Background: an optimization exercise with open tools, aiming at small area, a short achievable clock period and few clock cycles. Do not read the settings as production practice. Only simulation tests tie the RTL to the original design; equivalence was not proved. No activity file was given, so power comes from the tool's default toggle rates.

<file path="flow/config.mk">
export PLATFORM = sky130hd
export DESIGN_NAME = polder_lanes
export DESIGN_NICKNAME = polder_lanes
export VERILOG_FILES = /design/flow/design.v
export SDC_FILE = /design/flow/constraint.sdc
export NUM_CORES = 4
export LEC_CHECK = 0
export CAP_MARGIN = 20
export CORE_MARGIN = 2
export CORE_UTILIZATION = 55
export CTS_BUF_LIST = sky130_fd_sc_hd__clkbuf_8 sky130_fd_sc_hd__clkbuf_16
export CTS_CLUSTER_DIAMETER = 80
export CTS_CLUSTER_SIZE = 20
export PLACE_DENSITY = 0.58
export SLEW_MARGIN = 20
export SYNTH_HIERARCHICAL = 1
</file>
<file path="flow/constraint.sdc">
create_clock -name core_clock -period 12.5 [get_ports {clk}]
set_input_delay 2.5000 -clock core_clock [delete_from_list [all_inputs] [get_ports {clk}]]
set_output_delay 2.5000 -clock core_clock [all_outputs]
set_load 0.01 [all_outputs]
</file>
<file path="flow/design.v">
module polder_lanes (
    input  wire         clk,
    input  wire         rst,           
    input  wire         in_valid,
    output wire         in_ready,
    input  wire         in_mode,       
    input  wire         in_last,       
    input  wire [31:0]  in_row,        
    input  wire [63:0]  in_col,        
    input  wire [1:0]   in_row_pres,
    input  wire [3:0]   in_col_pres,
    output wire         sh_valid,
    input  wire         sh_release,
    input  wire [2:0]   rd_lane,       
    output wire [33:0]  rd_re,
    output wire [33:0]  rd_im
);
    localparam ROWS = 2;
    localparam COLS = 4;
    localparam LANES = ROWS * COLS;
    function [15:0] unpack;   
        input [15:0] s;
        input        mode;
        begin
            if (mode)
                unpack = s;
            else
                unpack = {{4{s[3]}}, s[3:0], {4{s[7]}}, s[7:4]};
        end
    endfunction
    reg sh_full;    
    reg q_last;     
    reg clr;        
    reg ld;         
    reg clr2;       
    reg ld2;
    wire busy = sh_full | q_last | ld | ld2;
    assign in_ready = ~(in_last & busy);
    assign sh_valid = sh_full;
    wire fire = in_valid & in_ready & ~rst;
    reg [15:0] q_row [0:ROWS-1];
    reg [15:0] q_col [0:COLS-1];
    genvar r, c;
    generate
        for (r = 0; r < ROWS; r = r + 1) begin : g_in_row
            always @(posedge clk)
                q_row[r] <= (fire & in_row_pres[r]) ? unpack(in_row[16*r +: 16], in_mode) : 16'd0;
        end
        for (c = 0; c < COLS; c = c + 1) begin : g_in_col
            always @(posedge clk)
                q_col[c] <= in_col_pres[c] ? unpack(in_col[16*c +: 16], in_mode) : 16'd0;
        end
    endgenerate
    always @(posedge clk) begin
        if (rst) begin
            q_last  <= 1'b0;
            clr     <= 1'b1;
            ld      <= 1'b0;
            clr2    <= 1'b1;
            ld2     <= 1'b0;
            sh_full <= 1'b0;
        end else begin
            q_last <= fire & in_last;
            clr    <= q_last;
            ld     <= q_last;
            clr2   <= clr;
            ld2    <= ld;
            if (ld2)
                sh_full <= 1'b1;
            else if (sh_release)
                sh_full <= 1'b0;
        end
    end
    reg [16:0] nlo_re [0:LANES-1];    
    reg [16:0] nlo_im [0:LANES-1];
    reg [8:0]  mid_re [0:LANES-1];
    reg [8:0]  mid_im [0:LANES-1];
    reg [7:0]  top_re [0:LANES-1];
    reg [7:0]  top_im [0:LANES-1];
    reg        up_re  [0:LANES-1];    
    reg        dn_re  [0:LANES-1];
    reg        up_im  [0:LANES-1];
    reg        dn_im  [0:LANES-1];
    reg        tc_re  [0:LANES-1];    
    reg        td_re  [0:LANES-1];
    reg        tc_im  [0:LANES-1];
    reg        td_im  [0:LANES-1];
    reg [16:0] sh_nlo_re [0:LANES-1];  
    reg [16:0] sh_nlo_im [0:LANES-1];
    reg [16:0] sh_hi_re  [0:LANES-1];  
    reg [16:0] sh_hi_im  [0:LANES-1];
    generate
        for (r = 0; r < ROWS; r = r + 1) begin : g_row
            for (c = 0; c < COLS; c = c + 1) begin : g_col
                localparam L = r * COLS + c;
                wire [7:0] xr = q_row[r][7:0];
                wire [7:0] xi = q_row[r][15:8];
                wire [7:0] yr = q_col[c][7:0];
                wire [7:0] yi = q_col[c][15:8];
                wire [16:0] ns_re, ns_im;
                wire inc_re, dec_re, inc_im, dec_im;
                pl_mac_re u_re (.xr(xr), .xi(xi), .yr(yr), .yi(yi),
                                .nxr(~xr), .nxi(~xi), .nyr(~yr), .nyi(~yi),
                                .na(nlo_re[L] | {17{clr}}),
                                .ns(ns_re), .inc(inc_re), .dec(dec_re));
                pl_mac_im u_im (.xr(xr), .xi(xi), .yr(yr), .yi(yi),
                                .nxr(~xr), .nxi(~xi), .nyr(~yr), .nyi(~yi),
                                .na(nlo_im[L] | {17{clr}}),
                                .ns(ns_im), .inc(inc_im), .dec(dec_im));
                wire [8:0] mn_re, mn_im;
                wire [7:0] tn_re, tn_im;
                wire mc_re, mc_im;
                pl_mid u_mid_re (.h(mid_re[L]), .up(up_re[L]), .dn(dn_re[L]), .s(mn_re), .co(mc_re));
                pl_mid u_mid_im (.h(mid_im[L]), .up(up_im[L]), .dn(dn_im[L]), .s(mn_im), .co(mc_im));
                pl_top u_top_re (.h(top_re[L]), .ci(tc_re[L]), .dn(td_re[L]), .s(tn_re));
                pl_top u_top_im (.h(top_im[L]), .ci(tc_im[L]), .dn(td_im[L]), .s(tn_im));
                always @(posedge clk) begin
                    nlo_re[L] <= ns_re;
                    nlo_im[L] <= ns_im;
                    up_re[L]  <= inc_re;
                    dn_re[L]  <= dec_re;
                    up_im[L]  <= inc_im;
                    dn_im[L]  <= dec_im;
                    tc_re[L]  <= mc_re;
                    td_re[L]  <= dn_re[L];
                    tc_im[L]  <= mc_im;
                    td_im[L]  <= dn_im[L];
                    mid_re[L] <= clr ? 9'd0 : mn_re;
                    mid_im[L] <= clr ? 9'd0 : mn_im;
                    top_re[L] <= clr2 ? 8'd0 : tn_re;
                    top_im[L] <= clr2 ? 8'd0 : tn_im;
                    if (ld) begin
                        sh_nlo_re[L]      <= nlo_re[L];
                        sh_nlo_im[L]      <= nlo_im[L];
                        sh_hi_re[L][8:0]  <= mn_re;
                        sh_hi_im[L][8:0]  <= mn_im;
                    end
                    if (ld2) begin
                        sh_hi_re[L][16:9] <= tn_re;
                        sh_hi_im[L][16:9] <= tn_im;
                    end
                end
            end
        end
    endgenerate
    genvar k;
    generate
        for (k = 0; k < 17; k = k + 1) begin : g_rd
            wire re_l0, re_l1, im_l0, im_l1, re_h0, re_h1, im_h0, im_h1;
            pl_mux4 u_re_l0 (.d({sh_nlo_re[3][k], sh_nlo_re[2][k], sh_nlo_re[1][k], sh_nlo_re[0][k]}), .s(rd_lane[1:0]), .y(re_l0));
            pl_mux4 u_re_l1 (.d({sh_nlo_re[7][k], sh_nlo_re[6][k], sh_nlo_re[5][k], sh_nlo_re[4][k]}), .s(rd_lane[1:0]), .y(re_l1));
            pl_mux2i u_re_l (.a(re_l0), .b(re_l1), .s(rd_lane[2]), .y(rd_re[k]));
            pl_mux4 u_im_l0 (.d({sh_nlo_im[3][k], sh_nlo_im[2][k], sh_nlo_im[1][k], sh_nlo_im[0][k]}), .s(rd_lane[1:0]), .y(im_l0));
            pl_mux4 u_im_l1 (.d({sh_nlo_im[7][k], sh_nlo_im[6][k], sh_nlo_im[5][k], sh_nlo_im[4][k]}), .s(rd_lane[1:0]), .y(im_l1));
            pl_mux2i u_im_l (.a(im_l0), .b(im_l1), .s(rd_lane[2]), .y(rd_im[k]));
            pl_mux4 u_re_h0 (.d({sh_hi_re[3][k], sh_hi_re[2][k], sh_hi_re[1][k], sh_hi_re[0][k]}), .s(rd_lane[1:0]), .y(re_h0));
            pl_mux4 u_re_h1 (.d({sh_hi_re[7][k], sh_hi_re[6][k], sh_hi_re[5][k], sh_hi_re[4][k]}), .s(rd_lane[1:0]), .y(re_h1));
            pl_mux2 u_re_h (.a(re_h0), .b(re_h1), .s(rd_lane[2]), .y(rd_re[17 + k]));
            pl_mux4 u_im_h0 (.d({sh_hi_im[3][k], sh_hi_im[2][k], sh_hi_im[1][k], sh_hi_im[0][k]}), .s(rd_lane[1:0]), .y(im_h0));
            pl_mux4 u_im_h1 (.d({sh_hi_im[7][k], sh_hi_im[6][k], sh_hi_im[5][k], sh_hi_im[4][k]}), .s(rd_lane[1:0]), .y(im_h1));
            pl_mux2 u_im_h (.a(im_h0), .b(im_h1), .s(rd_lane[2]), .y(rd_im[17 + k]));
        end
    endgenerate
endmodule
module pl_mac_re (
    input  wire [7:0] xr, xi, yr, yi,
    input  wire [7:0] nxr, nxi, nyr, nyi,   
    input  wire [16:0] na,                   
    output wire [16:0] ns,
    output wire inc,
    output wire dec
);
    wire t1, t2;
    pl_ha u_t1 (.a(~(xr[0] & yr[5])), .b(~(xr[1] & yr[4])), .s(t1), .co(t2));
    wire t3, t4;
    pl_ha u_t3 (.a(~(xr[0] & yr[6])), .b(~(xr[1] & yr[5])), .s(t3), .co(t4));
    wire t5, t6;
    pl_fa u_t5 (.a(~(xr[2] & yr[4])), .b(~(xr[3] & yr[3])), .c(~(xr[4] & yr[2])), .s(t5), .co(t6));
    wire t7, t8;
    pl_ha u_t7 (.a(~(nxr[0] | nyr[7])), .b(~(xr[1] & yr[6])), .s(t7), .co(t8));
    wire t9, t10;
    pl_fa u_t9 (.a(~(xr[2] & yr[5])), .b(~(xr[3] & yr[4])), .c(~(xr[4] & yr[3])), .s(t9), .co(t10));
    wire t11, t12;
    pl_fa u_t11 (.a(~(xr[5] & yr[2])), .b(~(xr[6] & yr[1])), .c(~(nxr[7] | nyr[0])), .s(t11), .co(t12));
    wire t13, t14;
    pl_fa u_t13 (.a(~(nxi[0] | nyi[7])), .b(~(xi[1] & yi[6])), .c(1'b1), .s(t13), .co(t14));
    wire t15, t16;
    pl_ha u_t15 (.a(~(nxr[1] | nyr[7])), .b(~(xr[2] & yr[6])), .s(t15), .co(t16));
    wire t17, t18;
    pl_fa u_t17 (.a(~(xr[3] & yr[5])), .b(~(xr[4] & yr[4])), .c(~(xr[5] & yr[3])), .s(t17), .co(t18));
    wire t19, t20;
    pl_fa u_t19 (.a(~(xr[6] & yr[2])), .b(~(nxr[7] | nyr[1])), .c(~(nxi[1] | nyi[7])), .s(t19), .co(t20));
    wire t21, t22;
    pl_fa u_t21 (.a(~(xi[2] & yi[6])), .b(~(xi[3] & yi[5])), .c(1'b1), .s(t21), .co(t22));
    wire t23, t24;
    pl_fa u_t23 (.a(~(nxr[2] | nyr[7])), .b(~(xr[3] & yr[6])), .c(~(xr[4] & yr[5])), .s(t23), .co(t24));
    wire t25, t26;
    pl_fa u_t25 (.a(~(xr[5] & yr[4])), .b(~(xr[6] & yr[3])), .c(~(nxr[7] | nyr[2])), .s(t25), .co(t26));
    wire t27, t28;
    pl_ha u_t27 (.a(~(xr[0] & yr[3])), .b(~(xr[1] & yr[2])), .s(t27), .co(t28));
    wire t29, t30;
    pl_ha u_t29 (.a(~(xr[0] & yr[4])), .b(~(xr[1] & yr[3])), .s(t29), .co(t30));
    wire t31, t32;
    pl_fa u_t31 (.a(~(xr[2] & yr[2])), .b(~(xr[3] & yr[1])), .c(~(xr[4] & yr[0])), .s(t31), .co(t32));
    wire t33, t34;
    pl_fa u_t33 (.a(~(xr[2] & yr[3])), .b(~(xr[3] & yr[2])), .c(~(xr[4] & yr[1])), .s(t33), .co(t34));
    wire t35, t36;
    pl_fa u_t35 (.a(~(xr[5] & yr[0])), .b(~(xi[0] & yi[5])), .c(~(xi[1] & yi[4])), .s(t35), .co(t36));
    wire t37, t38;
    pl_fa u_t37 (.a(~(xi[2] & yi[3])), .b(~(xi[3] & yi[2])), .c(1'b1), .s(t37), .co(t38));
    wire t39, t40;
    pl_fa u_t39 (.a(~(xr[5] & yr[1])), .b(~(xr[6] & yr[0])), .c(~(xi[0] & yi[6])), .s(t39), .co(t40));
    wire t41, t42;
    pl_fa u_t41 (.a(~(xi[1] & yi[5])), .b(~(xi[2] & yi[4])), .c(~(xi[3] & yi[3])), .s(t41), .co(t42));
    wire t43, t44;
    pl_fa u_t43 (.a(~(xi[4] & yi[2])), .b(~(xi[5] & yi[1])), .c(~(xi[6] & yi[0])), .s(t43), .co(t44));
    wire t45, t46;
    pl_fa u_t45 (.a(na[6]), .b(t2), .c(1'b1), .s(t45), .co(t46));
    wire t47, t48;
    pl_fa u_t47 (.a(~(xi[2] & yi[5])), .b(~(xi[3] & yi[4])), .c(~(xi[4] & yi[3])), .s(t47), .co(t48));
    wire t49, t50;
    pl_fa u_t49 (.a(~(xi[5] & yi[2])), .b(~(xi[6] & yi[1])), .c(~(nxi[7] | nyi[0])), .s(t49), .co(t50));
    wire t51, t52;
    pl_fa u_t51 (.a(na[7]), .b(t4), .c(t6), .s(t51), .co(t52));
    wire t53, t54;
    pl_fa u_t53 (.a(t7), .b(t9), .c(t11), .s(t53), .co(t54));
    wire t55, t56;
    pl_fa u_t55 (.a(~(xi[4] & yi[4])), .b(~(xi[5] & yi[3])), .c(~(xi[6] & yi[2])), .s(t55), .co(t56));
    wire t57, t58;
    pl_fa u_t57 (.a(~(nxi[7] | nyi[1])), .b(na[8]), .c(t8), .s(t57), .co(t58));
    wire t59, t60;
    pl_fa u_t59 (.a(t10), .b(t12), .c(t14), .s(t59), .co(t60));
    wire t61, t62;
    pl_fa u_t61 (.a(t15), .b(t17), .c(t19), .s(t61), .co(t62));
    wire t63, t64;
    pl_fa u_t63 (.a(~(nxi[2] | nyi[7])), .b(~(xi[3] & yi[6])), .c(~(xi[4] & yi[5])), .s(t63), .co(t64));
    wire t65, t66;
    pl_fa u_t65 (.a(~(xi[5] & yi[4])), .b(~(xi[6] & yi[3])), .c(~(nxi[7] | nyi[2])), .s(t65), .co(t66));
    wire t67, t68;
    pl_fa u_t67 (.a(na[9]), .b(t16), .c(t18), .s(t67), .co(t68));
    wire t69, t70;
    pl_fa u_t69 (.a(t20), .b(t22), .c(t23), .s(t69), .co(t70));
    wire t71, t72;
    pl_fa u_t71 (.a(~(nxr[3] | nyr[7])), .b(~(xr[4] & yr[6])), .c(~(xr[5] & yr[5])), .s(t71), .co(t72));
    wire t73, t74;
    pl_fa u_t73 (.a(~(xr[6] & yr[4])), .b(~(nxr[7] | nyr[3])), .c(~(nxi[3] | nyi[7])), .s(t73), .co(t74));
    wire t75, t76;
    pl_fa u_t75 (.a(~(xi[4] & yi[6])), .b(~(xi[5] & yi[5])), .c(~(xi[6] & yi[4])), .s(t75), .co(t76));
    wire t77, t78;
    pl_fa u_t77 (.a(~(nxi[7] | nyi[3])), .b(na[10]), .c(t24), .s(t77), .co(t78));
    wire t79, t80;
    pl_fa u_t79 (.a(~(nxr[4] | nyr[7])), .b(~(xr[5] & yr[6])), .c(~(xr[6] & yr[5])), .s(t79), .co(t80));
    wire t81, t82;
    pl_fa u_t81 (.a(~(nxr[7] | nyr[4])), .b(~(nxi[4] | nyi[7])), .c(~(xi[5] & yi[6])), .s(t81), .co(t82));
    wire t83, t84;
    pl_ha u_t83 (.a(~(xr[0] & yr[2])), .b(~(xr[1] & yr[1])), .s(t83), .co(t84));
    wire t85, t86;
    pl_fa u_t85 (.a(~(xr[2] & yr[1])), .b(~(xr[3] & yr[0])), .c(~(xi[0] & yi[3])), .s(t85), .co(t86));
    wire t87, t88;
    pl_fa u_t87 (.a(~(xi[1] & yi[2])), .b(~(xi[2] & yi[1])), .c(1'b1), .s(t87), .co(t88));
    wire t89, t90;
    pl_fa u_t89 (.a(~(xi[0] & yi[4])), .b(~(xi[1] & yi[3])), .c(~(xi[2] & yi[2])), .s(t89), .co(t90));
    wire t91, t92;
    pl_fa u_t91 (.a(~(xi[3] & yi[1])), .b(~(xi[4] & yi[0])), .c(na[4]), .s(t91), .co(t92));
    wire t93, t94;
    pl_fa u_t93 (.a(t28), .b(t29), .c(1'b1), .s(t93), .co(t94));
    wire t95, t96;
    pl_fa u_t95 (.a(~(xi[4] & yi[1])), .b(~(xi[5] & yi[0])), .c(na[5]), .s(t95), .co(t96));
    wire t97, t98;
    pl_fa u_t97 (.a(t30), .b(t32), .c(t33), .s(t97), .co(t98));
    wire t99, t100;
    pl_fa u_t99 (.a(t35), .b(t37), .c(t1), .s(t99), .co(t100));
    wire t101, t102;
    pl_fa u_t101 (.a(t34), .b(t36), .c(t38), .s(t101), .co(t102));
    wire t103, t104;
    pl_fa u_t103 (.a(t39), .b(t41), .c(t43), .s(t103), .co(t104));
    wire t105, t106;
    pl_fa u_t105 (.a(t3), .b(t5), .c(t45), .s(t105), .co(t106));
    wire t107, t108;
    pl_fa u_t107 (.a(t40), .b(t42), .c(t44), .s(t107), .co(t108));
    wire t109, t110;
    pl_fa u_t109 (.a(t47), .b(t49), .c(t13), .s(t109), .co(t110));
    wire t111, t112;
    pl_fa u_t111 (.a(t46), .b(t51), .c(t53), .s(t111), .co(t112));
    wire t113, t114;
    pl_fa u_t113 (.a(t48), .b(t50), .c(t55), .s(t113), .co(t114));
    wire t115, t116;
    pl_fa u_t115 (.a(t21), .b(t52), .c(t54), .s(t115), .co(t116));
    wire t117, t118;
    pl_fa u_t117 (.a(t57), .b(t59), .c(t61), .s(t117), .co(t118));
    wire t119, t120;
    pl_fa u_t119 (.a(t56), .b(t63), .c(t65), .s(t119), .co(t120));
    wire t121, t122;
    pl_fa u_t121 (.a(t25), .b(t58), .c(t60), .s(t121), .co(t122));
    wire t123, t124;
    pl_fa u_t123 (.a(t62), .b(t67), .c(t69), .s(t123), .co(t124));
    wire t125, t126;
    pl_fa u_t125 (.a(t64), .b(t66), .c(t71), .s(t125), .co(t126));
    wire t127, t128;
    pl_fa u_t127 (.a(t73), .b(t75), .c(t26), .s(t127), .co(t128));
    wire t129, t130;
    pl_fa u_t129 (.a(t68), .b(t70), .c(t77), .s(t129), .co(t130));
    wire t131, t132;
    pl_fa u_t131 (.a(~(xi[6] & yi[5])), .b(~(nxi[7] | nyi[4])), .c(na[11]), .s(t131), .co(t132));
    wire t133, t134;
    pl_fa u_t133 (.a(t72), .b(t74), .c(t76), .s(t133), .co(t134));
    wire t135, t136;
    pl_fa u_t135 (.a(t79), .b(t81), .c(t78), .s(t135), .co(t136));
    wire t137, t138;
    pl_fa u_t137 (.a(~(nxr[5] | nyr[7])), .b(~(xr[6] & yr[6])), .c(~(nxr[7] | nyr[5])), .s(t137), .co(t138));
    wire t139, t140;
    pl_fa u_t139 (.a(~(nxi[5] | nyi[7])), .b(~(xi[6] & yi[6])), .c(~(nxi[7] | nyi[5])), .s(t139), .co(t140));
    wire t141, t142;
    pl_fa u_t141 (.a(na[12]), .b(t80), .c(t82), .s(t141), .co(t142));
    wire t143, t144;
    pl_fa u_t143 (.a(~(nxr[6] | nyr[7])), .b(~(nxr[7] | nyr[6])), .c(~(nxi[6] | nyi[7])), .s(t143), .co(t144));
    wire t145, t146;
    pl_ha u_t145 (.a(~(xr[0] & yr[1])), .b(~(xr[1] & yr[0])), .s(t145), .co(t146));
    wire t147, t148;
    pl_fa u_t147 (.a(~(xr[2] & yr[0])), .b(~(xi[0] & yi[2])), .c(~(xi[1] & yi[1])), .s(t147), .co(t148));
    wire t149, t150;
    pl_fa u_t149 (.a(~(xi[2] & yi[0])), .b(na[2]), .c(1'b1), .s(t149), .co(t150));
    wire t151, t152;
    pl_fa u_t151 (.a(~(xi[3] & yi[0])), .b(na[3]), .c(t84), .s(t151), .co(t152));
    wire t153, t154;
    pl_fa u_t153 (.a(t85), .b(t87), .c(t27), .s(t153), .co(t154));
    wire t155, t156;
    pl_fa u_t155 (.a(t86), .b(t88), .c(t89), .s(t155), .co(t156));
    wire t157, t158;
    pl_fa u_t157 (.a(t91), .b(t31), .c(t93), .s(t157), .co(t158));
    wire t159, t160;
    pl_fa u_t159 (.a(t90), .b(t92), .c(t95), .s(t159), .co(t160));
    wire t161, t162;
    pl_fa u_t161 (.a(t94), .b(t97), .c(t99), .s(t161), .co(t162));
    wire t163, t164;
    pl_fa u_t163 (.a(t96), .b(t98), .c(t100), .s(t163), .co(t164));
    wire t165, t166;
    pl_fa u_t165 (.a(t101), .b(t103), .c(t105), .s(t165), .co(t166));
    wire t167, t168;
    pl_fa u_t167 (.a(t102), .b(t104), .c(t107), .s(t167), .co(t168));
    wire t169, t170;
    pl_fa u_t169 (.a(t109), .b(t106), .c(t111), .s(t169), .co(t170));
    wire t171, t172;
    pl_fa u_t171 (.a(t108), .b(t110), .c(t113), .s(t171), .co(t172));
    wire t173, t174;
    pl_fa u_t173 (.a(t112), .b(t115), .c(t117), .s(t173), .co(t174));
    wire t175, t176;
    pl_fa u_t175 (.a(t114), .b(t119), .c(t116), .s(t175), .co(t176));
    wire t177, t178;
    pl_fa u_t177 (.a(t118), .b(t121), .c(t123), .s(t177), .co(t178));
    wire t179, t180;
    pl_fa u_t179 (.a(t120), .b(t125), .c(t127), .s(t179), .co(t180));
    wire t181, t182;
    pl_fa u_t181 (.a(t122), .b(t124), .c(t129), .s(t181), .co(t182));
    wire t183, t184;
    pl_fa u_t183 (.a(t131), .b(t126), .c(t128), .s(t183), .co(t184));
    wire t185, t186;
    pl_fa u_t185 (.a(t133), .b(t130), .c(t135), .s(t185), .co(t186));
    wire t187, t188;
    pl_fa u_t187 (.a(t132), .b(t137), .c(t139), .s(t187), .co(t188));
    wire t189, t190;
    pl_fa u_t189 (.a(t134), .b(t141), .c(t136), .s(t189), .co(t190));
    wire t191, t192;
    pl_fa u_t191 (.a(~(nxi[7] | nyi[6])), .b(na[13]), .c(t138), .s(t191), .co(t192));
    wire t193, t194;
    pl_fa u_t193 (.a(t140), .b(t143), .c(t142), .s(t193), .co(t194));
    wire t195, t196;
    pl_fa u_t195 (.a(~(xr[7] & yr[7])), .b(~(xi[7] & yi[7])), .c(na[14]), .s(t195), .co(t196));
    wire t197, t198;
    pl_ha u_t197 (.a(~(xr[0] & yr[0])), .b(~(xi[0] & yi[0])), .s(t197), .co(t198));
    wire t199, t200;
    pl_fa u_t199 (.a(~(xi[0] & yi[1])), .b(~(xi[1] & yi[0])), .c(na[1]), .s(t199), .co(t200));
    wire t201, t202;
    pl_fa u_t201 (.a(t146), .b(t147), .c(t149), .s(t201), .co(t202));
    wire t203, t204;
    pl_fa u_t203 (.a(t148), .b(t150), .c(t151), .s(t203), .co(t204));
    wire t205, t206;
    pl_fa u_t205 (.a(t152), .b(t154), .c(t155), .s(t205), .co(t206));
    wire t207, t208;
    pl_fa u_t207 (.a(t156), .b(t159), .c(t158), .s(t207), .co(t208));
    wire t209, t210;
    pl_fa u_t209 (.a(t160), .b(t162), .c(t163), .s(t209), .co(t210));
    wire t211, t212;
    pl_fa u_t211 (.a(t164), .b(t167), .c(t166), .s(t211), .co(t212));
    wire t213, t214;
    pl_fa u_t213 (.a(t168), .b(t171), .c(t170), .s(t213), .co(t214));
    wire t215, t216;
    pl_fa u_t215 (.a(t172), .b(t174), .c(t175), .s(t215), .co(t216));
    wire t217, t218;
    pl_fa u_t217 (.a(t179), .b(t176), .c(t178), .s(t217), .co(t218));
    wire t219, t220;
    pl_fa u_t219 (.a(t180), .b(t183), .c(t182), .s(t219), .co(t220));
    wire t221, t222;
    pl_fa u_t221 (.a(t187), .b(t184), .c(t186), .s(t221), .co(t222));
    wire t223, t224;
    pl_fa u_t223 (.a(t188), .b(t191), .c(t193), .s(t223), .co(t224));
    wire t225, t226;
    pl_fa u_t225 (.a(t195), .b(t144), .c(t192), .s(t225), .co(t226));
    wire t227, t228;
    pl_fa u_t227 (.a(t198), .b(t199), .c(1'b1), .s(t227), .co(t228));
    wire t229, t230;
    pl_fa u_t229 (.a(t200), .b(t83), .c(t201), .s(t229), .co(t230));
    wire t231, t232;
    pl_fa u_t231 (.a(t202), .b(t153), .c(t203), .s(t231), .co(t232));
    wire t233, t234;
    pl_fa u_t233 (.a(t204), .b(t205), .c(t157), .s(t233), .co(t234));
    wire t235, t236;
    pl_fa u_t235 (.a(t206), .b(t161), .c(t207), .s(t235), .co(t236));
    wire t237, t238;
    pl_fa u_t237 (.a(t208), .b(t209), .c(t165), .s(t237), .co(t238));
    wire t239, t240;
    pl_fa u_t239 (.a(t210), .b(t169), .c(t211), .s(t239), .co(t240));
    wire t241, t242;
    pl_fa u_t241 (.a(t173), .b(t212), .c(t213), .s(t241), .co(t242));
    wire t243, t244;
    pl_fa u_t243 (.a(t177), .b(t214), .c(t215), .s(t243), .co(t244));
    wire t245, t246;
    pl_fa u_t245 (.a(t181), .b(t216), .c(t217), .s(t245), .co(t246));
    wire t247, t248;
    pl_fa u_t247 (.a(t185), .b(t218), .c(t219), .s(t247), .co(t248));
    wire t249, t250;
    pl_fa u_t249 (.a(t189), .b(t220), .c(t221), .s(t249), .co(t250));
    wire t251, t252;
    pl_fa u_t251 (.a(t223), .b(t190), .c(t222), .s(t251), .co(t252));
    wire t253, t254;
    pl_fa u_t253 (.a(t225), .b(t194), .c(t224), .s(t253), .co(t254));
    wire t255, t256;
    pl_fa u_t255 (.a(na[15]), .b(t196), .c(t226), .s(t255), .co(t256));
    wire t257 = ~na[16];
    wire t258 = na[16];
    wire [16:0] nra = {t256, t254, t252, t250, t248, t246, t244, t242, t240, t238, t236, t234, t232, t230, t228, t227, na[0]};
    wire [16:0] nrb = {t257, t255, t253, t251, t249, t247, t245, t243, t241, t239, t237, t235, t233, t231, t229, t145, t197};
    wire [17:0] t;
    wire [5:0] k;
    assign k[0] = 1'b0;
    pl_ha u_cpa0 (.a(nra[0]), .b(nrb[0]), .s(t[0]), .co(k[1]));
    pl_fa u_cpa1 (.a(nra[1]), .b(nrb[1]), .c(k[1]), .s(t[1]), .co(k[2]));
    pl_fa u_cpa2 (.a(nra[2]), .b(nrb[2]), .c(k[2]), .s(t[2]), .co(k[3]));
    pl_fa u_cpa3 (.a(nra[3]), .b(nrb[3]), .c(k[3]), .s(t[3]), .co(k[4]));
    pl_fa u_cpa4 (.a(nra[4]), .b(nrb[4]), .c(k[4]), .s(t[4]), .co(k[5]));
    assign t[17:5] = {1'b0, nra[16:5]} + {1'b0, nrb[16:5]} + k[5];
    assign ns = t[16:0];
    assign inc = ~(t[17] | t258);
    assign dec = t[17] & t258;
endmodule
module pl_mac_im (
    input  wire [7:0] xr, xi, yr, yi,
    input  wire [7:0] nxr, nxi, nyr, nyi,   
    input  wire [16:0] na,                   
    output wire [16:0] ns,
    output wire inc,
    output wire dec
);
    wire t1, t2;
    pl_ha u_t1 (.a(~(xi[0] & yr[5])), .b(~(xi[1] & yr[4])), .s(t1), .co(t2));
    wire t3, t4;
    pl_ha u_t3 (.a(~(xi[0] & yr[6])), .b(~(xi[1] & yr[5])), .s(t3), .co(t4));
    wire t5, t6;
    pl_fa u_t5 (.a(~(xi[2] & yr[4])), .b(~(xi[3] & yr[3])), .c(~(xi[4] & yr[2])), .s(t5), .co(t6));
    wire t7, t8;
    pl_ha u_t7 (.a(~(nxi[0] | nyr[7])), .b(~(xi[1] & yr[6])), .s(t7), .co(t8));
    wire t9, t10;
    pl_fa u_t9 (.a(~(xi[2] & yr[5])), .b(~(xi[3] & yr[4])), .c(~(xi[4] & yr[3])), .s(t9), .co(t10));
    wire t11, t12;
    pl_fa u_t11 (.a(~(xi[5] & yr[2])), .b(~(xi[6] & yr[1])), .c(~(nxi[7] | nyr[0])), .s(t11), .co(t12));
    wire t13, t14;
    pl_fa u_t13 (.a(~(xr[0] & yi[7])), .b(~(nxr[1] | nyi[6])), .c(1'b1), .s(t13), .co(t14));
    wire t15, t16;
    pl_ha u_t15 (.a(~(nxi[1] | nyr[7])), .b(~(xi[2] & yr[6])), .s(t15), .co(t16));
    wire t17, t18;
    pl_fa u_t17 (.a(~(xi[3] & yr[5])), .b(~(xi[4] & yr[4])), .c(~(xi[5] & yr[3])), .s(t17), .co(t18));
    wire t19, t20;
    pl_fa u_t19 (.a(~(xi[6] & yr[2])), .b(~(nxi[7] | nyr[1])), .c(~(xr[1] & yi[7])), .s(t19), .co(t20));
    wire t21, t22;
    pl_fa u_t21 (.a(~(nxr[2] | nyi[6])), .b(~(nxr[3] | nyi[5])), .c(1'b1), .s(t21), .co(t22));
    wire t23, t24;
    pl_fa u_t23 (.a(~(nxi[2] | nyr[7])), .b(~(xi[3] & yr[6])), .c(~(xi[4] & yr[5])), .s(t23), .co(t24));
    wire t25, t26;
    pl_fa u_t25 (.a(~(xi[5] & yr[4])), .b(~(xi[6] & yr[3])), .c(~(nxi[7] | nyr[2])), .s(t25), .co(t26));
    wire t27, t28;
    pl_ha u_t27 (.a(~(xi[0] & yr[3])), .b(~(xi[1] & yr[2])), .s(t27), .co(t28));
    wire t29, t30;
    pl_ha u_t29 (.a(~(xi[0] & yr[4])), .b(~(xi[1] & yr[3])), .s(t29), .co(t30));
    wire t31, t32;
    pl_fa u_t31 (.a(~(xi[2] & yr[2])), .b(~(xi[3] & yr[1])), .c(~(xi[4] & yr[0])), .s(t31), .co(t32));
    wire t33, t34;
    pl_fa u_t33 (.a(~(xi[2] & yr[3])), .b(~(xi[3] & yr[2])), .c(~(xi[4] & yr[1])), .s(t33), .co(t34));
    wire t35, t36;
    pl_fa u_t35 (.a(~(xi[5] & yr[0])), .b(~(nxr[0] | nyi[5])), .c(~(nxr[1] | nyi[4])), .s(t35), .co(t36));
    wire t37, t38;
    pl_fa u_t37 (.a(~(nxr[2] | nyi[3])), .b(~(nxr[3] | nyi[2])), .c(1'b1), .s(t37), .co(t38));
    wire t39, t40;
    pl_fa u_t39 (.a(~(xi[5] & yr[1])), .b(~(xi[6] & yr[0])), .c(~(nxr[0] | nyi[6])), .s(t39), .co(t40));
    wire t41, t42;
    pl_fa u_t41 (.a(~(nxr[1] | nyi[5])), .b(~(nxr[2] | nyi[4])), .c(~(nxr[3] | nyi[3])), .s(t41), .co(t42));
    wire t43, t44;
    pl_fa u_t43 (.a(~(nxr[4] | nyi[2])), .b(~(nxr[5] | nyi[1])), .c(~(nxr[6] | nyi[0])), .s(t43), .co(t44));
    wire t45, t46;
    pl_fa u_t45 (.a(na[6]), .b(t2), .c(1'b1), .s(t45), .co(t46));
    wire t47, t48;
    pl_fa u_t47 (.a(~(nxr[2] | nyi[5])), .b(~(nxr[3] | nyi[4])), .c(~(nxr[4] | nyi[3])), .s(t47), .co(t48));
    wire t49, t50;
    pl_fa u_t49 (.a(~(nxr[5] | nyi[2])), .b(~(nxr[6] | nyi[1])), .c(~(xr[7] & yi[0])), .s(t49), .co(t50));
    wire t51, t52;
    pl_fa u_t51 (.a(na[7]), .b(t4), .c(t6), .s(t51), .co(t52));
    wire t53, t54;
    pl_fa u_t53 (.a(t7), .b(t9), .c(t11), .s(t53), .co(t54));
    wire t55, t56;
    pl_fa u_t55 (.a(~(nxr[4] | nyi[4])), .b(~(nxr[5] | nyi[3])), .c(~(nxr[6] | nyi[2])), .s(t55), .co(t56));
    wire t57, t58;
    pl_fa u_t57 (.a(~(xr[7] & yi[1])), .b(na[8]), .c(t8), .s(t57), .co(t58));
    wire t59, t60;
    pl_fa u_t59 (.a(t10), .b(t12), .c(t14), .s(t59), .co(t60));
    wire t61, t62;
    pl_fa u_t61 (.a(t15), .b(t17), .c(t19), .s(t61), .co(t62));
    wire t63, t64;
    pl_fa u_t63 (.a(~(xr[2] & yi[7])), .b(~(nxr[3] | nyi[6])), .c(~(nxr[4] | nyi[5])), .s(t63), .co(t64));
    wire t65, t66;
    pl_fa u_t65 (.a(~(nxr[5] | nyi[4])), .b(~(nxr[6] | nyi[3])), .c(~(xr[7] & yi[2])), .s(t65), .co(t66));
    wire t67, t68;
    pl_fa u_t67 (.a(na[9]), .b(t16), .c(t18), .s(t67), .co(t68));
    wire t69, t70;
    pl_fa u_t69 (.a(t20), .b(t22), .c(t23), .s(t69), .co(t70));
    wire t71, t72;
    pl_fa u_t71 (.a(~(nxi[3] | nyr[7])), .b(~(xi[4] & yr[6])), .c(~(xi[5] & yr[5])), .s(t71), .co(t72));
    wire t73, t74;
    pl_fa u_t73 (.a(~(xi[6] & yr[4])), .b(~(nxi[7] | nyr[3])), .c(~(xr[3] & yi[7])), .s(t73), .co(t74));
    wire t75, t76;
    pl_fa u_t75 (.a(~(nxr[4] | nyi[6])), .b(~(nxr[5] | nyi[5])), .c(~(nxr[6] | nyi[4])), .s(t75), .co(t76));
    wire t77, t78;
    pl_fa u_t77 (.a(~(xr[7] & yi[3])), .b(na[10]), .c(t24), .s(t77), .co(t78));
    wire t79, t80;
    pl_fa u_t79 (.a(~(nxi[4] | nyr[7])), .b(~(xi[5] & yr[6])), .c(~(xi[6] & yr[5])), .s(t79), .co(t80));
    wire t81, t82;
    pl_fa u_t81 (.a(~(nxi[7] | nyr[4])), .b(~(xr[4] & yi[7])), .c(~(nxr[5] | nyi[6])), .s(t81), .co(t82));
    wire t83, t84;
    pl_ha u_t83 (.a(~(xi[0] & yr[2])), .b(~(xi[1] & yr[1])), .s(t83), .co(t84));
    wire t85, t86;
    pl_fa u_t85 (.a(~(xi[2] & yr[1])), .b(~(xi[3] & yr[0])), .c(~(nxr[0] | nyi[3])), .s(t85), .co(t86));
    wire t87, t88;
    pl_fa u_t87 (.a(~(nxr[1] | nyi[2])), .b(~(nxr[2] | nyi[1])), .c(1'b1), .s(t87), .co(t88));
    wire t89, t90;
    pl_fa u_t89 (.a(~(nxr[0] | nyi[4])), .b(~(nxr[1] | nyi[3])), .c(~(nxr[2] | nyi[2])), .s(t89), .co(t90));
    wire t91, t92;
    pl_fa u_t91 (.a(~(nxr[3] | nyi[1])), .b(~(nxr[4] | nyi[0])), .c(na[4]), .s(t91), .co(t92));
    wire t93, t94;
    pl_fa u_t93 (.a(t28), .b(t29), .c(1'b1), .s(t93), .co(t94));
    wire t95, t96;
    pl_fa u_t95 (.a(~(nxr[4] | nyi[1])), .b(~(nxr[5] | nyi[0])), .c(na[5]), .s(t95), .co(t96));
    wire t97, t98;
    pl_fa u_t97 (.a(t30), .b(t32), .c(t33), .s(t97), .co(t98));
    wire t99, t100;
    pl_fa u_t99 (.a(t35), .b(t37), .c(t1), .s(t99), .co(t100));
    wire t101, t102;
    pl_fa u_t101 (.a(t34), .b(t36), .c(t38), .s(t101), .co(t102));
    wire t103, t104;
    pl_fa u_t103 (.a(t39), .b(t41), .c(t43), .s(t103), .co(t104));
    wire t105, t106;
    pl_fa u_t105 (.a(t3), .b(t5), .c(t45), .s(t105), .co(t106));
    wire t107, t108;
    pl_fa u_t107 (.a(t40), .b(t42), .c(t44), .s(t107), .co(t108));
    wire t109, t110;
    pl_fa u_t109 (.a(t47), .b(t49), .c(t13), .s(t109), .co(t110));
    wire t111, t112;
    pl_fa u_t111 (.a(t46), .b(t51), .c(t53), .s(t111), .co(t112));
    wire t113, t114;
    pl_fa u_t113 (.a(t48), .b(t50), .c(t55), .s(t113), .co(t114));
    wire t115, t116;
    pl_fa u_t115 (.a(t21), .b(t52), .c(t54), .s(t115), .co(t116));
    wire t117, t118;
    pl_fa u_t117 (.a(t57), .b(t59), .c(t61), .s(t117), .co(t118));
    wire t119, t120;
    pl_fa u_t119 (.a(t56), .b(t63), .c(t65), .s(t119), .co(t120));
    wire t121, t122;
    pl_fa u_t121 (.a(t25), .b(t58), .c(t60), .s(t121), .co(t122));
    wire t123, t124;
    pl_fa u_t123 (.a(t62), .b(t67), .c(t69), .s(t123), .co(t124));
    wire t125, t126;
    pl_fa u_t125 (.a(t64), .b(t66), .c(t71), .s(t125), .co(t126));
    wire t127, t128;
    pl_fa u_t127 (.a(t73), .b(t75), .c(t26), .s(t127), .co(t128));
    wire t129, t130;
    pl_fa u_t129 (.a(t68), .b(t70), .c(t77), .s(t129), .co(t130));
    wire t131, t132;
    pl_fa u_t131 (.a(~(nxr[6] | nyi[5])), .b(~(xr[7] & yi[4])), .c(na[11]), .s(t131), .co(t132));
    wire t133, t134;
    pl_fa u_t133 (.a(t72), .b(t74), .c(t76), .s(t133), .co(t134));
    wire t135, t136;
    pl_fa u_t135 (.a(t79), .b(t81), .c(t78), .s(t135), .co(t136));
    wire t137, t138;
    pl_fa u_t137 (.a(~(nxi[5] | nyr[7])), .b(~(xi[6] & yr[6])), .c(~(nxi[7] | nyr[5])), .s(t137), .co(t138));
    wire t139, t140;
    pl_fa u_t139 (.a(~(xr[5] & yi[7])), .b(~(nxr[6] | nyi[6])), .c(~(xr[7] & yi[5])), .s(t139), .co(t140));
    wire t141, t142;
    pl_fa u_t141 (.a(na[12]), .b(t80), .c(t82), .s(t141), .co(t142));
    wire t143, t144;
    pl_fa u_t143 (.a(~(nxi[6] | nyr[7])), .b(~(nxi[7] | nyr[6])), .c(~(xr[6] & yi[7])), .s(t143), .co(t144));
    wire t145, t146;
    pl_ha u_t145 (.a(~(xi[0] & yr[1])), .b(~(xi[1] & yr[0])), .s(t145), .co(t146));
    wire t147, t148;
    pl_fa u_t147 (.a(~(xi[2] & yr[0])), .b(~(nxr[0] | nyi[2])), .c(~(nxr[1] | nyi[1])), .s(t147), .co(t148));
    wire t149, t150;
    pl_fa u_t149 (.a(~(nxr[2] | nyi[0])), .b(na[2]), .c(1'b1), .s(t149), .co(t150));
    wire t151, t152;
    pl_fa u_t151 (.a(~(nxr[3] | nyi[0])), .b(na[3]), .c(t84), .s(t151), .co(t152));
    wire t153, t154;
    pl_fa u_t153 (.a(t85), .b(t87), .c(t27), .s(t153), .co(t154));
    wire t155, t156;
    pl_fa u_t155 (.a(t86), .b(t88), .c(t89), .s(t155), .co(t156));
    wire t157, t158;
    pl_fa u_t157 (.a(t91), .b(t31), .c(t93), .s(t157), .co(t158));
    wire t159, t160;
    pl_fa u_t159 (.a(t90), .b(t92), .c(t95), .s(t159), .co(t160));
    wire t161, t162;
    pl_fa u_t161 (.a(t94), .b(t97), .c(t99), .s(t161), .co(t162));
    wire t163, t164;
    pl_fa u_t163 (.a(t96), .b(t98), .c(t100), .s(t163), .co(t164));
    wire t165, t166;
    pl_fa u_t165 (.a(t101), .b(t103), .c(t105), .s(t165), .co(t166));
    wire t167, t168;
    pl_fa u_t167 (.a(t102), .b(t104), .c(t107), .s(t167), .co(t168));
    wire t169, t170;
    pl_fa u_t169 (.a(t109), .b(t106), .c(t111), .s(t169), .co(t170));
    wire t171, t172;
    pl_fa u_t171 (.a(t108), .b(t110), .c(t113), .s(t171), .co(t172));
    wire t173, t174;
    pl_fa u_t173 (.a(t112), .b(t115), .c(t117), .s(t173), .co(t174));
    wire t175, t176;
    pl_fa u_t175 (.a(t114), .b(t119), .c(t116), .s(t175), .co(t176));
    wire t177, t178;
    pl_fa u_t177 (.a(t118), .b(t121), .c(t123), .s(t177), .co(t178));
    wire t179, t180;
    pl_fa u_t179 (.a(t120), .b(t125), .c(t127), .s(t179), .co(t180));
    wire t181, t182;
    pl_fa u_t181 (.a(t122), .b(t124), .c(t129), .s(t181), .co(t182));
    wire t183, t184;
    pl_fa u_t183 (.a(t131), .b(t126), .c(t128), .s(t183), .co(t184));
    wire t185, t186;
    pl_fa u_t185 (.a(t133), .b(t130), .c(t135), .s(t185), .co(t186));
    wire t187, t188;
    pl_fa u_t187 (.a(t132), .b(t137), .c(t139), .s(t187), .co(t188));
    wire t189, t190;
    pl_fa u_t189 (.a(t134), .b(t141), .c(t136), .s(t189), .co(t190));
    wire t191, t192;
    pl_fa u_t191 (.a(~(xr[7] & yi[6])), .b(na[13]), .c(t138), .s(t191), .co(t192));
    wire t193, t194;
    pl_fa u_t193 (.a(t140), .b(t143), .c(t142), .s(t193), .co(t194));
    wire t195, t196;
    pl_fa u_t195 (.a(~(xi[7] & yr[7])), .b(~(nxr[7] | nyi[7])), .c(na[14]), .s(t195), .co(t196));
    wire t197, t198;
    pl_fa u_t197 (.a(~(nxr[0] | nyi[1])), .b(~(nxr[1] | nyi[0])), .c(1'b1), .s(t197), .co(t198));
    wire t199, t200;
    pl_fa u_t199 (.a(t146), .b(t147), .c(t149), .s(t199), .co(t200));
    wire t201, t202;
    pl_fa u_t201 (.a(t148), .b(t150), .c(t151), .s(t201), .co(t202));
    wire t203, t204;
    pl_fa u_t203 (.a(t152), .b(t154), .c(t155), .s(t203), .co(t204));
    wire t205, t206;
    pl_fa u_t205 (.a(t156), .b(t159), .c(t158), .s(t205), .co(t206));
    wire t207, t208;
    pl_fa u_t207 (.a(t160), .b(t162), .c(t163), .s(t207), .co(t208));
    wire t209, t210;
    pl_fa u_t209 (.a(t164), .b(t167), .c(t166), .s(t209), .co(t210));
    wire t211, t212;
    pl_fa u_t211 (.a(t168), .b(t171), .c(t170), .s(t211), .co(t212));
    wire t213, t214;
    pl_fa u_t213 (.a(t172), .b(t174), .c(t175), .s(t213), .co(t214));
    wire t215, t216;
    pl_fa u_t215 (.a(t179), .b(t176), .c(t178), .s(t215), .co(t216));
    wire t217, t218;
    pl_fa u_t217 (.a(t180), .b(t183), .c(t182), .s(t217), .co(t218));
    wire t219, t220;
    pl_fa u_t219 (.a(t187), .b(t184), .c(t186), .s(t219), .co(t220));
    wire t221, t222;
    pl_fa u_t221 (.a(t188), .b(t191), .c(t193), .s(t221), .co(t222));
    wire t223, t224;
    pl_fa u_t223 (.a(t195), .b(t144), .c(t192), .s(t223), .co(t224));
    wire t225, t226;
    pl_fa u_t225 (.a(~(xi[0] & yr[0])), .b(~(nxr[0] | nyi[0])), .c(1'b1), .s(t225), .co(t226));
    wire t227, t228;
    pl_fa u_t227 (.a(na[1]), .b(t197), .c(t145), .s(t227), .co(t228));
    wire t229, t230;
    pl_fa u_t229 (.a(t198), .b(t83), .c(t199), .s(t229), .co(t230));
    wire t231, t232;
    pl_fa u_t231 (.a(t200), .b(t153), .c(t201), .s(t231), .co(t232));
    wire t233, t234;
    pl_fa u_t233 (.a(t202), .b(t203), .c(t157), .s(t233), .co(t234));
    wire t235, t236;
    pl_fa u_t235 (.a(t204), .b(t161), .c(t205), .s(t235), .co(t236));
    wire t237, t238;
    pl_fa u_t237 (.a(t206), .b(t207), .c(t165), .s(t237), .co(t238));
    wire t239, t240;
    pl_fa u_t239 (.a(t208), .b(t169), .c(t209), .s(t239), .co(t240));
    wire t241, t242;
    pl_fa u_t241 (.a(t173), .b(t210), .c(t211), .s(t241), .co(t242));
    wire t243, t244;
    pl_fa u_t243 (.a(t177), .b(t212), .c(t213), .s(t243), .co(t244));
    wire t245, t246;
    pl_fa u_t245 (.a(t181), .b(t214), .c(t215), .s(t245), .co(t246));
    wire t247, t248;
    pl_fa u_t247 (.a(t185), .b(t216), .c(t217), .s(t247), .co(t248));
    wire t249, t250;
    pl_fa u_t249 (.a(t189), .b(t218), .c(t219), .s(t249), .co(t250));
    wire t251, t252;
    pl_fa u_t251 (.a(t221), .b(t190), .c(t220), .s(t251), .co(t252));
    wire t253, t254;
    pl_fa u_t253 (.a(t223), .b(t194), .c(t222), .s(t253), .co(t254));
    wire t255, t256;
    pl_fa u_t255 (.a(na[15]), .b(t196), .c(t224), .s(t255), .co(t256));
    wire t257 = ~na[16];
    wire t258 = na[16];
    wire [16:0] nra = {t256, t254, t252, t250, t248, t246, t244, t242, t240, t238, t236, t234, t232, t230, t228, t226, t225};
    wire [16:0] nrb = {t257, t255, t253, t251, t249, t247, t245, t243, t241, t239, t237, t235, t233, t231, t229, t227, na[0]};
    wire [17:0] t;
    wire [5:0] k;
    assign k[0] = 1'b0;
    pl_ha u_cpa0 (.a(nra[0]), .b(nrb[0]), .s(t[0]), .co(k[1]));
    pl_fa u_cpa1 (.a(nra[1]), .b(nrb[1]), .c(k[1]), .s(t[1]), .co(k[2]));
    pl_fa u_cpa2 (.a(nra[2]), .b(nrb[2]), .c(k[2]), .s(t[2]), .co(k[3]));
    pl_fa u_cpa3 (.a(nra[3]), .b(nrb[3]), .c(k[3]), .s(t[3]), .co(k[4]));
    pl_fa u_cpa4 (.a(nra[4]), .b(nrb[4]), .c(k[4]), .s(t[4]), .co(k[5]));
    assign t[17:5] = {1'b0, nra[16:5]} + {1'b0, nrb[16:5]} + k[5];
    assign ns = t[16:0];
    assign inc = ~(t[17] | t258);
    assign dec = t[17] & t258;
endmodule
module pl_fa (input wire a, input wire b, input wire c, output wire s, output wire co);
    assign s = a ^ b ^ c;
    assign co = (a & b) | (a & c) | (b & c);
endmodule
module pl_ha (input wire a, input wire b, output wire s, output wire co);
    assign s = a ^ b;
    assign co = a & b;
endmodule
module pl_mid (input wire [8:0] h, input wire up, input wire dn, output wire [8:0] s, output wire co);
    wire [9:1] k;
    pl_ha u_0 (.a(h[0]), .b(up | dn), .s(s[0]), .co(k[1]));
    genvar i;
    generate
        for (i = 1; i < 9; i = i + 1) begin : g
            pl_fa u (.a(h[i]), .b(dn), .c(k[i]), .s(s[i]), .co(k[i + 1]));
        end
    endgenerate
    assign co = k[9];
endmodule
module pl_top (input wire [7:0] h, input wire ci, input wire dn, output wire [7:0] s);
    wire [8:0] k;
    assign k[0] = ci;
    genvar i;
    generate
        for (i = 0; i < 8; i = i + 1) begin : g
            pl_fa u (.a(h[i]), .b(dn), .c(k[i]), .s(s[i]), .co(k[i + 1]));
        end
    endgenerate
endmodule
module pl_mux4 (input wire [3:0] d, input wire [1:0] s, output wire y);
    assign y = d[s];
endmodule
module pl_mux2 (input wire a, input wire b, input wire s, output wire y);
    assign y = s ? b : a;
endmodule
module pl_mux2i (input wire a, input wire b, input wire s, output wire y);
    assign y = ~(s ? b : a);
endmodule
</file>
<file path="flow/flow/run.sh">
#!/bin/bash
set -e
export SETUP_SLACK_MARGIN=6.3
bash standard.sh MATCH_CELL_FOOTPRINT=0 "BUFFER_PORTS_ARGS=-buffer_cell sky130_fd_sc_hd__buf_2" finish > standard.log 2>&1
</file>
<file path="flow/standard.sh">
#!/bin/bash
# synth_recipe.tcl (not shown) runs the flow's synth.tcl, then flattens the netlist and writes it again
# the make line also repeats each setting of config.mk as NAME=value (left out here)
make -C /OpenROAD-flow-scripts/flow DESIGN_CONFIG=/design/flow/config.mk WORK_HOME=/design/flow/orfs CLKGATE_MAP_FILE= SYNTH_SCRIPT=/design/flow/synth_recipe.tcl "${@:-finish}"
</file>
==> results of run 1 <==
worst register-to-register path: stages (launching register included):
cell        delay (ns)
dfxtp_2           0.32
buf_4             0.28
clkinvlp_4        0.67
buf_4             0.52
nor2_1            0.22
fa_1              0.43
fa_1              0.47
fa_1              0.56
fa_1              0.58
fa_1              0.46
ha_1              0.37
nand3_1           0.09
a21oi_1           0.07
nor3_1            0.55
o21ai_1           0.19
o21a_1            0.21
Yosys cell counts, types with 22 or more instances:
master / instances
a21boi_0: 36
a21o_1: 32
a21oi_1: 113
a21oi_2: 24
and3_1: 24
buf_2: 22
clkbuf_1: 71
dfxtp_1: 710
edfxtp_1: 544
fa_1: 2264
ha_1: 344
inv_1: 258
mux2_4: 34
mux2i_1: 88
mux4_2: 136
nand2_1: 1470
nand2b_1: 41
nand3_1: 56
nor2_1: 800
nor2b_1: 306
nor3_1: 78
o21ai_0: 24
o21ai_1: 24
or2_2: 282
xnor2_1: 112
xor2_1: 24
Yosys stat by module (local to each module, per instance), a selection:
module	times used	area, um^2
polder_lanes	1	36100
pl_mac_im	8	1100
pl_mux4	136	22.5
pl_fa	2232	20.0
pl_mux2i	34	10.0
pl_mid	16	6.26
power by group:
part,internal (uW),switching (uW),leakage [uW]
clock network,1720,1910,0.00189
logic,7380,9330,0.0286
registers,5950,1220,0.0109
total,15000,12500,0.0414
logic make-up (layout without fill, tap and decap cells):
family          Yosys count  in the layout  share of synthesized area [%]
other cells              16            188                         0.0574
buf+inv                 355            891                           1.34
flops                  1254           1254                           29.2
fa+ha+maj              2608           2608                           47.5
simple gates           3171           3171                           13.5
compound gates          422            422                           3.05
xor+xnor                136            136                           1.14
mux                     258            258                           4.26
final cells by class:
cell class	count	area, um^2	share of cell area [%]
Sequential cell	1254	30600	26.4
Timing Repair Buffer	432	3850	3.33
Antenna cell	52	130	0.112
Inverter	258	1020	0.881
Tap cell	2511	3140	2.71
Clock buffer	110	2740	2.37
Clock inverter	91	958	0.828
Multi-Input combinational cell	6731	73300	63.3
per-layer routing:
| layer | track usage [%] | vias to the layer above | wire [um] |
|---|---|---|---|
| met5 | 0.273 | - | 133 |
| met4 | 26.8 | 12 | 32500 |
| met3 | 10.8 | 832 | 41600 |
| met2 | 56.4 | 4103 | 157000 |
| met1 | 49.8 | 36100 | 132000 |
| li1 | - | 27900 | - |
repair_timing:
| action | in CTS | in global routing |
|---|---|---|
| pin swaps | 0 | 0 |
| setup buffers | 14 | 22 |
| cloned | 29 | 7 |
| setup endpoints to repair | 188 | 166 |
| resized for setup | 109 | 57 |
final timing paths:
path	end	slack, ns	cells after the start
setup / recovery	rd_im[33]	6.09	5
hold / removal	sh_nlo_re[6][6]	0.42	0
setup reg to reg	dn_re[2]	6.42	15
hold reg to reg	sh_nlo_re[6][6]	0.42	0
registers in the layout, indices dropped and copies added, names as in the netlist, 8 cells and up:
register	cells
nlo_im	136
nlo_re	136
sh_hi_im	136
sh_hi_re	136
sh_nlo_im	136
sh_nlo_re	136
mid_im	72
mid_re	72
q_col	64
top_im	64
top_re	64
q_row	32
dn_im	8
dn_re	8
tc_im	8
tc_re	8
td_im	8
td_re	8
up_im	8
up_re	8
through the flow:
step,cell area (um^2),util (%),total power (uW),hold slack [ns]
finish,116000,61.1,27500,0.416
global route,116000,61.1,29700,0.417
CTS,115000,60.7,27400,0.416
detailed placement,110000,58.1,23500,0.406
global placement,110000,58.1,23200,0.405
floorplan,105000,-,19000,0.400
==> flow_summary.toml, run 1 <==
[floorplan]
ios = 181
dieWidth_um = 440
dieArea_um2 = 194000
core_um2 = 190000
rows = 160
die_height_um = 440
start_util_pct = 55.2

[sta]
finClkSkew_ns = 0.0501
tns_ns = 0
min_period_ns = 6.41
tightest_slew_ns = 1.22
period_share_pct = 51.3
rsz0062_at_grt = "yes"
final_max_slew_viol_count = 0
timing.fmax_mhz = 156
hold_viol_final = 0
relSlewSlack_pct = 18.7
finalWorstSetupSlack_ns = 6.09
setup_viol = 0

[worst_setup_path]
start_kind = "input pin"
startpoint = "rd_lane[0]"
worstPathCellList = "clkbuf_16 > clkbuf_16 > mux4_2 > mux2_4 > buf_6"
timing.rr.start = "q_row[0][3]"
critPathMaxStageDelay_ns = 0.53
worstPathArrival_ns = 3.91
cp-end-kind = "primary output"
path_class = "in -> out"
slowest_stage = "mux4_2"
cp_common_cell = "clkbuf_16"
critical-path-top-delay-family = "multiplexers"
critPathMaxFanout = 8
cp.required_ns = 10.00
path_buf_inv = 3

[route]
firstDrtPassIters = 6
wl_um = 363000
drc = 0
num_vias = 68900
ant_nets = 0
viasPerCell = 6.03
drt_iter0_markers = 6810
routedWlPerCell_um = 31.8

[layout]
fillers = 15200
syn2layout_area_growth_pct = 10.7
finalNonFillerCells = 11400
drive_gt1_share_pct = 14.1
nets = 11500
final_common_cell = "fa_1"
final_cell_mix = "2264 x fa_1, 1470 x nand2_1, 799 x nor2_1"

[synth]
async_reset_ff_share_pct = 0
synth_area_um2 = 105000
yosysWarnings = 47
synth.distinct_cells = 62
synth-seq-cells = 1254
synth_top_cell_by_area = "fa_1"
synth-edff-count = 544
synth.top_cell.area_share_pct = 43.3
ys.flop_type = "dfxtp_1"
avgSynthCellArea_um2 = 12.7
synth_area_leaders = "fa_1 43%, edfxtp_1 16%, dfxtp_1 14%"
synth-seq-area-share_pct = 29.2
postSynthCellCount = 8220

[placed_design]
portBuffers = 180
dp_slack_ns = 4.86
hpwl_um = 254000
place_congestion = 0.974
placed_cells = 11100

[worst_hold_path]
hp-class = "reg -> reg"
worstHoldStart = "nlo_re[6][6]"

[clock_tree]
clk_latency_ns = 0.82
root_buffer = "clkbuf_16"
htree_num_levels = 3
cts_sinks = 1254
clockBufferDepth = 3
cts_tree = "built"
ctsHoldBuffers = 0
cts_made_buffers = 106
clk_pin_slew_ns = 0.09

[flow_run]
cap_violations = 0

[power]
ir_drop_v = 0.000213
p_leak_uw = 0.0414
cellPowerDensity_nw_per_um2 = 238

[global_route]
grt_pass1_wl_um = 522000
grt_overflow = 0
grt_max_degree = 137
antenna_found_initial = 31
grt_pass1_vias = 74500
grt.total_usage_pct = 38.5

[outcome]
outcome = "complete, no violations"
Testbench counts, summed over its fixed seeds: cycles 9,418.
==> run 2: changes to the inputs <==
--- a/flow/design.v
+++ b/flow/design.v
@@ -143,22 +143,22 @@
             end
         end
     endgenerate
+    wire [7:0] rsel = 8'd1 << rd_lane;
     genvar k;
     generate
         for (k = 0; k < 17; k = k + 1) begin : g_rd
-            wire re_l0, re_l1, im_l0, im_l1, re_h0, re_h1, im_h0, im_h1;
-            pl_mux4 u_re_l0 (.d({sh_nlo_re[3][k], sh_nlo_re[2][k], sh_nlo_re[1][k], sh_nlo_re[0][k]}), .s(rd_lane[1:0]), .y(re_l0));
-            pl_mux4 u_re_l1 (.d({sh_nlo_re[7][k], sh_nlo_re[6][k], sh_nlo_re[5][k], sh_nlo_re[4][k]}), .s(rd_lane[1:0]), .y(re_l1));
-            pl_mux2i u_re_l (.a(re_l0), .b(re_l1), .s(rd_lane[2]), .y(rd_re[k]));
-            pl_mux4 u_im_l0 (.d({sh_nlo_im[3][k], sh_nlo_im[2][k], sh_nlo_im[1][k], sh_nlo_im[0][k]}), .s(rd_lane[1:0]), .y(im_l0));
-            pl_mux4 u_im_l1 (.d({sh_nlo_im[7][k], sh_nlo_im[6][k], sh_nlo_im[5][k], sh_nlo_im[4][k]}), .s(rd_lane[1:0]), .y(im_l1));
-            pl_mux2i u_im_l (.a(im_l0), .b(im_l1), .s(rd_lane[2]), .y(rd_im[k]));
-            pl_mux4 u_re_h0 (.d({sh_hi_re[3][k], sh_hi_re[2][k], sh_hi_re[1][k], sh_hi_re[0][k]}), .s(rd_lane[1:0]), .y(re_h0));
-            pl_mux4 u_re_h1 (.d({sh_hi_re[7][k], sh_hi_re[6][k], sh_hi_re[5][k], sh_hi_re[4][k]}), .s(rd_lane[1:0]), .y(re_h1));
-            pl_mux2 u_re_h (.a(re_h0), .b(re_h1), .s(rd_lane[2]), .y(rd_re[17 + k]));
-            pl_mux4 u_im_h0 (.d({sh_hi_im[3][k], sh_hi_im[2][k], sh_hi_im[1][k], sh_hi_im[0][k]}), .s(rd_lane[1:0]), .y(im_h0));
-            pl_mux4 u_im_h1 (.d({sh_hi_im[7][k], sh_hi_im[6][k], sh_hi_im[5][k], sh_hi_im[4][k]}), .s(rd_lane[1:0]), .y(im_h1));
-            pl_mux2 u_im_h (.a(im_h0), .b(im_h1), .s(rd_lane[2]), .y(rd_im[17 + k]));
+            pl_sel8n u_re_l (.d({sh_nlo_re[7][k], sh_nlo_re[6][k], sh_nlo_re[5][k], sh_nlo_re[4][k],
+                                 sh_nlo_re[3][k], sh_nlo_re[2][k], sh_nlo_re[1][k], sh_nlo_re[0][k]}),
+                             .s(rsel), .y(rd_re[k]));
+            pl_sel8n u_im_l (.d({sh_nlo_im[7][k], sh_nlo_im[6][k], sh_nlo_im[5][k], sh_nlo_im[4][k],
+                                 sh_nlo_im[3][k], sh_nlo_im[2][k], sh_nlo_im[1][k], sh_nlo_im[0][k]}),
+                             .s(rsel), .y(rd_im[k]));
+            pl_sel8 u_re_h (.d({sh_hi_re[7][k], sh_hi_re[6][k], sh_hi_re[5][k], sh_hi_re[4][k],
+                                sh_hi_re[3][k], sh_hi_re[2][k], sh_hi_re[1][k], sh_hi_re[0][k]}),
+                            .s(rsel), .y(rd_re[17 + k]));
+            pl_sel8 u_im_h (.d({sh_hi_im[7][k], sh_hi_im[6][k], sh_hi_im[5][k], sh_hi_im[4][k],
+                                sh_hi_im[3][k], sh_hi_im[2][k], sh_hi_im[1][k], sh_hi_im[0][k]}),
+                            .s(rsel), .y(rd_im[17 + k]));
         end
     endgenerate
 endmodule
@@ -753,12 +753,9 @@
         end
     endgenerate
 endmodule
-module pl_mux4 (input wire [3:0] d, input wire [1:0] s, output wire y);
-    assign y = d[s];
+module pl_sel8 (input wire [7:0] d, input wire [7:0] s, output wire y);
+    assign y = |(d & s);
 endmodule
-module pl_mux2 (input wire a, input wire b, input wire s, output wire y);
-    assign y = s ? b : a;
-endmodule
-module pl_mux2i (input wire a, input wire b, input wire s, output wire y);
-    assign y = ~(s ? b : a);
+module pl_sel8n (input wire [7:0] d, input wire [7:0] s, output wire y);
+    assign y = ~|(d & s);
 endmodule
--- a/flow/config.mk
+++ b/flow/config.mk
@@ -7,10 +7,10 @@
 export LEC_CHECK = 0
 export CAP_MARGIN = 20
 export CORE_MARGIN = 2
-export CORE_UTILIZATION = 55
+export CORE_UTILIZATION = 40
 export CTS_BUF_LIST = sky130_fd_sc_hd__clkbuf_8 sky130_fd_sc_hd__clkbuf_16
 export CTS_CLUSTER_DIAMETER = 80
 export CTS_CLUSTER_SIZE = 20
-export PLACE_DENSITY = 0.58
+export PLACE_DENSITY = 0.45
 export SLEW_MARGIN = 20
 export SYNTH_HIERARCHICAL = 1
==> run 2 against run 1 <==
Compared with the run above:
- wire length up 11%
- non-clock buffer count up 80
- combinational power up 2%
- cell count up 8.9%
- still clean on timing, DRC and antenna
- clock power up 4%
- critical endpoint is now rd_re[17]
==> flow_summary.toml, run 2 <==
[floorplan]
dieArea_um2 = 262000
core_um2 = 257000
dieWidth_um = 512
rows = 186
start_util_pct = 40.2
ios = 181
die_height_um = 512

[route]
drt_iter0_markers = 6617
wl_um = 405000
ant_nets = 0
viasPerCell = 5.63
num_vias = 70100
firstDrtPassIters = 6
drc = 0
routedWlPerCell_um = 32.5

[placed_design]
hpwl_um = 282000
portBuffers = 180
dpl-instance-area_um2 = 110000
place_congestion = 0.941
dp_slack_ns = 4.73

[sta]
tightest_slew_ns = 1.02
min_period_ns = 6.52
tns_ns = 0
hold-worst-slack_ns = 0.407
timing.fmax_mhz = 153
hold_viol_final = 0
finalWorstSetupSlack_ns = 5.98
period_share_pct = 52.1
final_max_slew_viol_count = 0
rsz0062_at_grt = "yes"
setup_viol = 0
finClkSkew_ns = 0.0583
relSlewSlack_pct = 31.7

[power]
ir_drop_v = 0.000211
p_leak_uw = 0.0409
cellPowerDensity_nw_per_um2 = 236

[clock_tree]
clk_latency_ns = 0.82
cts_sinks = 1254
cts_made_buffers = 109
clk_pin_slew_ns = 0.08
htree_num_levels = 3
cts_tree = "built"
root_buffer = "clkbuf_16"
clockBufferDepth = 3
ctsHoldBuffers = 0

[layout]
drive_gt1_share_pct = 14.3
fin_area_um2 = 117000
seqCellArea_um2 = 30600
fillers = 23600
nets = 11700
final_cell_mix = "2264 x fa_1, 1420 x nand2_1, 799 x nor2_1"
final_common_cell = "fa_1"
multi_input_area_um2 = 72700
syn2layout_area_growth_pct = 13.6

[synth]
synth_area_leaders = "fa_1 44%, edfxtp_1 16%, dfxtp_1 14%"
postSynthCellCount = 8325
synth_top_cell_by_area = "fa_1"
ys.flop_type = "dfxtp_1"
synth.most_common_cell = "fa_1"
avgSynthCellArea_um2 = 12.4
synth-seq-area-share_pct = 29.6
synth_commonest_cells = "2264 x fa_1, 1422 x nand2_1, 804 x nor2_1, 710 x dfxtp_1, 544 x edfxtp_1"
synth-edff-count = 544
synth-seq-cells = 1254
synth.top_cell.area_share_pct = 43.9
yosysWarnings = 47
synth_area_um2 = 103000
synth.distinct_cells = 60
async_reset_ff_share_pct = 0

[global_route]
antenna_found_initial = 29
grt_pass1_wl_um = 575000
grt_overflow = 0
grt.total_usage_pct = 31.0
grt_pass1_vias = 76200
grt_max_degree = 97

[worst_hold_path]
hp-class = "reg -> reg"

[outcome]
outcome = "complete, no violations"

[worst_setup_path]
cp.required_ns = 10.00
start_kind = "input pin"
critPathMaxFanout = 8
cp-end-kind = "primary output"
path_class = "in -> out"
reg2reg_setup_slack_ns = 6.41
worstPathArrival_ns = 4.02

[flow_run]
cap_violations = 0
run 2: worst max-delay path, stage by stage:
cell     delay, ns
buf_16        0.12
nor3b_4       0.15
buf_12        0.14
buf_16        0.18
buf_16        0.20
a22oi_2       0.17
nand4_1       0.27
buf_2         0.25
run 2: report_power, final:
part           leakage [uW]  switching [uW]  internal, uW
Combinational        0.0281            9740          7320
Clock               0.00195            1960          1790
Sequential           0.0109             990          5930
run 2: per-layer routing:
metal	part of all wire (%)	routed length [um]	GRT usage (%)
met1	41	165000	41.7
met4	6.4	26100	15.9
met3	8.1	33000	6.58
met5	0.016	66	0
met2	45	181000	47.4
run 2: area by class of cell:
class,count,share of cell area [%]
multi-input cells,6904,62.0
flip-flops and latches,1254,26.1
repair buffers,512,4.40
well taps,3384,3.61
clock buffers,115,2.42
clock inverters,92,0.858
inverters,186,0.610
diodes,7,0.0149
run 2: timing repair:
action                                  CTS  global route
buffers inserted                         51            23
gates cloned                             34            10
gates resized for setup                 280           109
endpoints found under the setup margin  159           134
pin swaps                                36            38
run 2: worst paths after layout:
kind                       from          endpoint  cells past startpoint
setup reg to reg    q_row[1][1]          dn_re[7]                     16
hold reg to reg   nlo_re[1][16]  sh_nlo_re[1][16]                      0
hold / removal    nlo_re[1][16]  sh_nlo_re[1][16]                      0
setup / recovery     rd_lane[1]         rd_re[17]                      8
run 2: cell families after synthesis:
logic type	count (synthesis)	synth area share [%]
DFF	1254	29.6
AOI/OAI and AO/OA	734	5.37
buffers and inverters	291	1.13
xor gates and xnor gates	112	0.950
adders and majority gates	2608	48.0
and+or+nand+nor	3256	14.4
muxes	54	0.523
other	16	0.0581
run 2: per-module statistics from Yosys (local to each module, per instance), excerpt:
| module | cells | cell area (um^2) | times used | flip-flops and latches |
|---|---|---|---|---|
| pl_mac_re | 212 | 1110 | 8 | 0 |
| pl_ha | 1 | 12.5 | 168 | 0 |
| pl_mac_im | 210 | 1100 | 8 | 0 |
| pl_fa | 1 | 20.0 | 2232 | 0 |
| polder_lanes | 2193 | 36200 | 1 | 1254 |
| pl_sel8n | 5 | 38.8 | 34 | 0 |
| pl_sel8 | 5 | 36.3 | 34 | 0 |
| pl_mid | 1 | 6.26 | 16 | 0 |
run 2: per-stage QoR:
step | utilization, % | total power [uW] | cells
after global placement | 42.9 | 23500 | 12100
final | 45.7 | 27700 | 12500
after floorplan | - | 18900 | 8445
after global routing | 45.7 | 30100 | 12400
after CTS | 45.3 | 27700 | 12400
after detailed placement | 42.9 | 23600 | 12100
Testbench counts of run 2, summed over its fixed seeds: cycles 9,418.

-- static timing again, ports no longer ideal --
How much do the figures lean on ideal ports? The routed layouts below were timed once more, with nothing changed but the port constraints. Step 1: set_driving_cell puts a clkbuf_16 on clk and a buf_2 on each other input, an assumption about the parent block. Step 2 moves the port delays by t, midway between the first and last clock arrival at a register: inputs arrive t later, outputs are due t later. That takes back most of the time a late clock gives input paths. a / b / c = no drivers / after step 1 / after step 2; a / b = the first two.
run | t, ns | setup slack, ns | cell pins on the clock port's net
run 1 | 0.881 | 6.089 / 5.418 / 5.418 | 1
run 2 | 0.897 | 5.985 / 5.898 / 5.898 | 1
After both steps every run listed still meets setup and hold. For run 1, which loses most, drivers alone change the setup slack by -0.671 ns; drivers and shift together by -0.671 ns.
